Background: an optimization exercise with open tools, aiming at small area and a short achievable clock period. Do not read the settings as production practice.
Where RTL was checked, it was by simulation tests only, not by an equivalence proof against the original.

==> trial 66 <==
// int_divider
module int_divider (
    input  wire        clk,
    input  wire        rst,
    input  wire        start,
    input  wire        op_signed,
    input  wire        op_rem,
    input  wire [63:0] a,
    input  wire [63:0] b,
    output reg         done,
    output wire [63:0] result,
    output wire        ovf,
    output wire        dz
);
    localparam [2:0] S_IDLE  = 3'd0;
    localparam [2:0] S_SETUP = 3'd1;
    localparam [2:0] S_ITER  = 3'd2;
    localparam [2:0] S_TAIL  = 3'd3;
    localparam [2:0] S_FIN   = 3'd4;
    reg  [2:0]  state;
    reg  [63:0] rmd;       
    reg  [64:0] dvs;       
    reg  [63:0] quo;       
    reg         sgn_r;
    reg         rem_r;
    reg         neg_r;     
    reg         ovf_r;
    reg         dz_r;
    reg  [4:0]  cnt;       
    reg         z0;        
    reg         first;     
    reg         cmp_r;     
    assign result = quo;
    assign ovf    = ovf_r;
    assign dz     = dz_r;
    wire        a_neg = sgn_r & rmd[63];
    wire        b_neg = sgn_r & dvs[63];
  ...
==> module int_divider, before the edit <==
module int_divider (
    input  wire        clk,
    input  wire        rst,
    input  wire        start,
    input  wire        op_signed,
    input  wire        op_rem,
    input  wire [63:0] a,
    input  wire [63:0] b,
    output reg         done,
    output wire [63:0] result,
    output wire        ovf,
    output wire        dz
);
    localparam [2:0] S_IDLE  = 3'd0;
    localparam [2:0] S_SETUP = 3'd1;
    localparam [2:0] S_ITER  = 3'd2;
    localparam [2:0] S_TAIL  = 3'd3;
    localparam [2:0] S_FIN   = 3'd4;
    reg  [2:0]  state;
    reg  [63:0] rmd;       
    reg  [64:0] dvs;       
    reg  [63:0] quo;       
    reg         sgn_r;
    reg         rem_r;
    reg         neg_r;     
    reg         ovf_r;
    reg         dz_r;
    reg  [4:0]  cnt;       
    reg         z0;        
    reg         first;     
    reg         cmp_r;     
    assign result = quo;
    assign ovf    = ovf_r;
    assign dz     = dz_r;
    wire        a_neg = sgn_r & rmd[63];
    wire        b_neg = sgn_r & dvs[63];
    wire [63:0] ua    = a_neg ? (~rmd + 64'd1) : rmd;
    wire [63:0] ub    = b_neg ? (~dvs[63:0] + 64'd1) : dvs[63:0];
    wire        b_zero = (dvs[63:0] == 64'd0);
    reg  [6:0]  lza;
    reg  [6:0]  lzb;
    integer     i;
    always @* begin
        lza = 7'd64;
        for (i = 0; i < 64; i = i + 1)
            if (ua[i]) lza = 7'd63 - i[6:0];
        lzb = 7'd64;
        for (i = 0; i < 64; i = i + 1)
            if (ub[i]) lzb = 7'd63 - i[6:0];
    end
    wire [7:0]  sdiff  = {1'b0, lzb} - {1'b0, lza};
    wire        no_q   = b_zero | sdiff[7];         
    wire [5:0]  shamt  = sdiff[5:0];
    wire [4:0]  m      = shamt / 6'd3;
    wire [1:0]  md     = shamt % 6'd3;
    wire [6:0]  p      = (md == 2'd1) ? {1'b0, shamt} + 7'd1 : {1'b0, shamt};
    wire [64:0] dvs0   = {1'b0, ub} << p;
    wire        min_by_m1 = sgn_r && (rmd == 64'h8000_0000_0000_0000) && (dvs[63:0] == 64'hFFFF_FFFF_FFFF_FFFF);
    wire [65:0] d0 = {2'b00, rmd} - {1'b0, dvs};
    wire        q0 = ~d0[65];
    wire [63:0] r0 = q0 ? d0[63:0] : rmd;
    wire [64:0] v0 = dvs >> 1;
    wire [65:0] d1 = {2'b00, r0} - {1'b0, v0};
    wire        q1 = ~d1[65];
    wire [63:0] r1 = q1 ? d1[63:0] : r0;
    wire [64:0] v1 = v0 >> 1;
    wire [65:0] d2 = {2'b00, r1} - {1'b0, v1};
    wire        q2 = ~d2[65];
    wire [63:0] r2 = q2 ? d2[63:0] : r1;
    wire [64:0] v2 = v1 >> 1;
    wire        tail_one = first ? q0 : cmp_r;    
    wire        fin_step = (state == S_TAIL);
    wire [63:0] fq   = fin_step ? {quo[62:0], q0} : quo;
    wire [63:0] fr   = fin_step ? r0 : rmd;
    wire [63:0] fsel = rem_r ? fr : fq;
    wire [63:0] fres = neg_r ? (~fsel + 64'd1) : fsel;
    always @(posedge clk) begin
        if (rst) begin
            state <= S_IDLE;
            done  <= 1'b0;
        end else begin
            done <= 1'b0;
            case (state)
                S_IDLE: begin
                    if (start) begin
                        rmd   <= a;
                        dvs   <= {1'b0, b};
                        sgn_r <= op_signed;
                        rem_r <= op_rem;
                        state <= S_SETUP;
                    end
                end
                S_SETUP: begin
                    rmd   <= ua;
                    dvs   <= dvs0;
                    quo   <= 64'd0;
                    neg_r <= rem_r ? a_neg : (a_neg ^ b_neg);
                    dz_r  <= b_zero;
                    ovf_r <= ~rem_r & min_by_m1;
                    first <= 1'b1;
                    if (no_q) begin
                        state <= S_FIN;
                    end else if (md == 2'd0) begin
                        z0    <= 1'b1;
                        cnt   <= m;
                        state <= (m == 5'd0) ? S_TAIL : S_ITER;
                    end else begin
                        z0    <= 1'b0;
                        cnt   <= m + 5'd1;
                        state <= S_ITER;
                    end
                end
                S_ITER: begin
                    rmd   <= r2;
                    dvs   <= v2;
                    quo   <= {quo[60:0], q0, q1, q2};
                    first <= 1'b0;
                    if (first) cmp_r <= q0;
                    cnt   <= cnt - 5'd1;
                    if (cnt == 5'd1)
                        state <= z0 ? S_TAIL : S_FIN;
                end
                S_TAIL: begin
                    if (tail_one) begin
                        rmd   <= r0;
                        dvs   <= v0;
                        quo   <= {quo[62:0], q0};
                        state <= S_FIN;
                    end else begin
                        quo   <= fres;
                        done  <= 1'b1;
                        state <= S_IDLE;
                    end
                end
                default: begin   
                    quo   <= fres;
                    done  <= 1'b1;
                    state <= S_IDLE;
                end
            endcase
        end
    end
endmodule
make LEC_CHECK=0 CAP_MARGIN=20 CORE_MARGIN=2 CORE_UTILIZATION=40 SLEW_MARGIN=20 finish   # period 18.0 ns
run.sh (not shown) runs the stock make flow with config.mk's settings and CLKGATE_MAP_FILE= SYNTH_SCRIPT=/design/flow/synth_recipe.tcl, a recipe that flattens the netlist after the stock synthesis.
==> trial 45 (differences from trial 66) <==
==> flow/design.v (replaced) <==
module int_divider (
    input  wire        clk,
    input  wire        rst,
    input  wire        start,
    input  wire        op_signed,
    input  wire        op_rem,
    input  wire [63:0] a,
    input  wire [63:0] b,
    output reg         done,
    output wire [63:0] result,
    output wire        ovf,
    output wire        dz
);
    localparam [2:0] S_IDLE  = 3'd0;
    localparam [2:0] S_SETUP = 3'd1;
    localparam [2:0] S_ITER  = 3'd2;
    localparam [2:0] S_TAIL  = 3'd3;
    localparam [2:0] S_HOLD  = 3'd4;
    reg  [2:0]  state;
    reg  [63:0] rmd;       
    reg  [65:0] dvs;       
    reg         cin;       
    reg  [63:0] quo;       
    reg         sgn_r;
    reg         rem_r;
    reg         an_r;      
    reg         bn_r;      
    reg         ovf_r;
    reg         dz_r;
    reg  [4:0]  cnt;       
    reg         z0;        
    reg         first;     
    reg         cmp_r;     
    wire        setup = (state == S_SETUP);
    wire        fneg = rem_r ? an_r : (an_r ^ bn_r);
    wire [63:0] ng_x = (setup | rem_r) ? rmd : quo;
    wire        ng_s = setup ? an_r : fneg;
    wire [63:0] ng_y = (ng_x ^ {64{ng_s}}) + {63'd0, ng_s};
    assign result = ng_y;
    assign ovf    = ovf_r;
    assign dz     = dz_r;
    wire [63:0] ax     = rmd ^ {64{an_r}};            
    wire        a_pow2 = an_r & ~|(~rmd[63:1] & rmd[62:0]);  
    wire [63:0] bx     = dvs[63:0];                  
    wire        bx_one = &bx;
    wire        b_zero = bx_one & ~bn_r;
    wire        b_pow2 = bn_r & ~|(~bx[63:1] & bx[62:0]);  
    reg  [6:0]  loa;
    reg  [6:0]  lob;
    integer     i;
    always @* begin
        loa = 7'd64;
        for (i = 0; i < 64; i = i + 1)
            if (ax[i]) loa = 7'd63 - i[6:0];
        lob = 7'd64;
        for (i = 0; i < 64; i = i + 1)
            if (!bx[i]) lob = 7'd63 - i[6:0];
    end
    wire [7:0]  sdiff  = {1'b0, lob} - {1'b0, loa} + {7'd0, a_pow2} - {7'd0, b_pow2};
    wire        no_q   = b_zero | sdiff[7];         
    wire [5:0]  shamt  = sdiff[5:0];
    wire [4:0]  m      = shamt / 6'd3;
    wire [1:0]  md     = shamt % 6'd3;
    wire [5:0]  p      = (md == 2'd1) ? shamt + 6'd1 : shamt;
    wire [65:0] dvs0   = ({2'b11, bx} << p) | ~({66{1'b1}} << p) & {66{cin}};
    wire        min_by_m1 = sgn_r & (rmd == 64'h8000_0000_0000_0000) & bx_one & bn_r;
    wire [65:0] d0 = {2'b00, rmd} + dvs + {65'd0, cin};
    wire        q0 = ~d0[65];
    wire [63:0] r0 = q0 ? d0[63:0] : rmd;
    wire [65:0] v0 = {1'b1, dvs[65:1]};
    wire [65:0] d1 = {2'b00, r0} + v0 + {65'd0, cin};
    wire        q1 = ~d1[65];
    wire [63:0] r1 = q1 ? d1[63:0] : r0;
    wire [65:0] v1 = {1'b1, v0[65:1]};
    wire [65:0] d2 = {2'b00, r1} + v1 + {65'd0, cin};
    wire        q2 = ~d2[65];
    wire [63:0] r2 = q2 ? d2[63:0] : r1;
    wire [65:0] v2 = {1'b1, v1[65:1]};
    wire        tail_one = first ? q0 : cmp_r;    
    always @(posedge clk) begin
        if (rst) begin
            state <= S_IDLE;
            done  <= 1'b0;
        end else begin
            done <= 1'b0;
            case (state)
                S_IDLE: begin
                    if (start) begin
                        rmd   <= a;
                        dvs   <= {2'b11, b ^ {64{~(op_signed & b[63])}}};
                        cin   <= ~(op_signed & b[63]);
                        an_r  <= op_signed & a[63];
                        bn_r  <= op_signed & b[63];
                        sgn_r <= op_signed;
                        rem_r <= op_rem;
                        state <= S_SETUP;
                    end
                end
                S_SETUP: begin
                    rmd   <= ng_y;
                    dvs   <= dvs0;
                    quo   <= 64'd0;
                    dz_r  <= b_zero;
                    ovf_r <= ~rem_r & min_by_m1;
                    first <= 1'b1;
                    if (no_q) begin
                        state <= S_HOLD;
                    end else if (md == 2'd0) begin
                        z0    <= 1'b1;
                        cnt   <= m;
                        state <= (m == 5'd0) ? S_TAIL : S_ITER;
                    end else begin
                        z0    <= 1'b0;
                        cnt   <= m + 5'd1;
                        state <= S_ITER;
                    end
                end
                S_ITER: begin
                    rmd   <= r2;
                    dvs   <= v2;
                    quo   <= {quo[60:0], q0, q1, q2};
                    first <= 1'b0;
                    if (first) cmp_r <= q0;
                    cnt   <= cnt - 5'd1;
                    if (cnt == 5'd1)
                        state <= z0 ? S_TAIL : S_HOLD;
                end
                S_TAIL: begin
                    rmd   <= r0;
                    dvs   <= v0;
                    quo   <= {quo[62:0], q0};
                    if (tail_one) begin
                        state <= S_HOLD;
                    end else begin
                        done  <= 1'b1;
                        state <= S_IDLE;
                    end
                end
                default: begin   
                    done  <= 1'b1;
                    state <= S_IDLE;
                end
            endcase
        end
    end
endmodule
==> comparison table <==
|  | trial 66 | trial 45 |
|---|---|---|
| Status | complete, no violations | complete, no violations |
| Total wirelength of the detailed-routed design | 176100 um | 162700 um |
| Largest clock skew in the final design | 52.33 ps | 22.09 ps |
| Most common cell after layout, fill and taps aside | sky130_fd_sc_hd__nand2_1 | sky130_fd_sc_hd__nor2_1 |
| Post-route fraction of the period consumed by the critical path | 79.99% | 91.76% |
| Share of final layout cell area taken by non-clock buffers | 6.328% | 7.334% |
| Fraction of final layout cells sized beyond drive strength 1 | 6.081% | 6.113% |
| Proportion of synthesized chip area in sequential cells | 16.78% | 18.57% |
| Initial standard-cell utilization of the core | 40.18% | 40.27% |
| Met2 WL | 71580 um | 68830 um |
| Worst Path Max Fanout | 63 | 27 |
| Pin count of the biggest net entering global routing | 97 | 75 |
| Critical Path RT | 18420 ps | 18340 ps |
| Worst Hold Slack | 610.2 ps | 586.5 ps |
Only the layout flow was run in trial 45; the RTL was not checked for function there.

port drivers added, routing unchanged:
How much do the figures lean on ideal ports? The routed layouts below were timed once more, with nothing changed but the port constraints. Step 1, drivers: a clkbuf_16 drives clk and a buf_2 each remaining input, both assumed. Step 2 moves the port delays by t, midway between the first and last clock arrival at a register: inputs arrive t later, outputs are due t later. That takes back most of the time a late clock gives input paths. Three values: ideal, step 1, step 2; two values: the first two.
run	shift t [ns]	slack for setup (ns)	worst setup path after step 2	slew at the worst register clock pin (ns)	worst data-port slew with drivers (ns)
trial 66	0.719	3.601 / 3.601 / 3.601	register to register	0.07 / 0.07	0.07
trial 45	0.649	1.483 / 1.483 / 1.483	register to register	0.07 / 0.07	0.08
After both steps setup and hold are still met in every run listed.
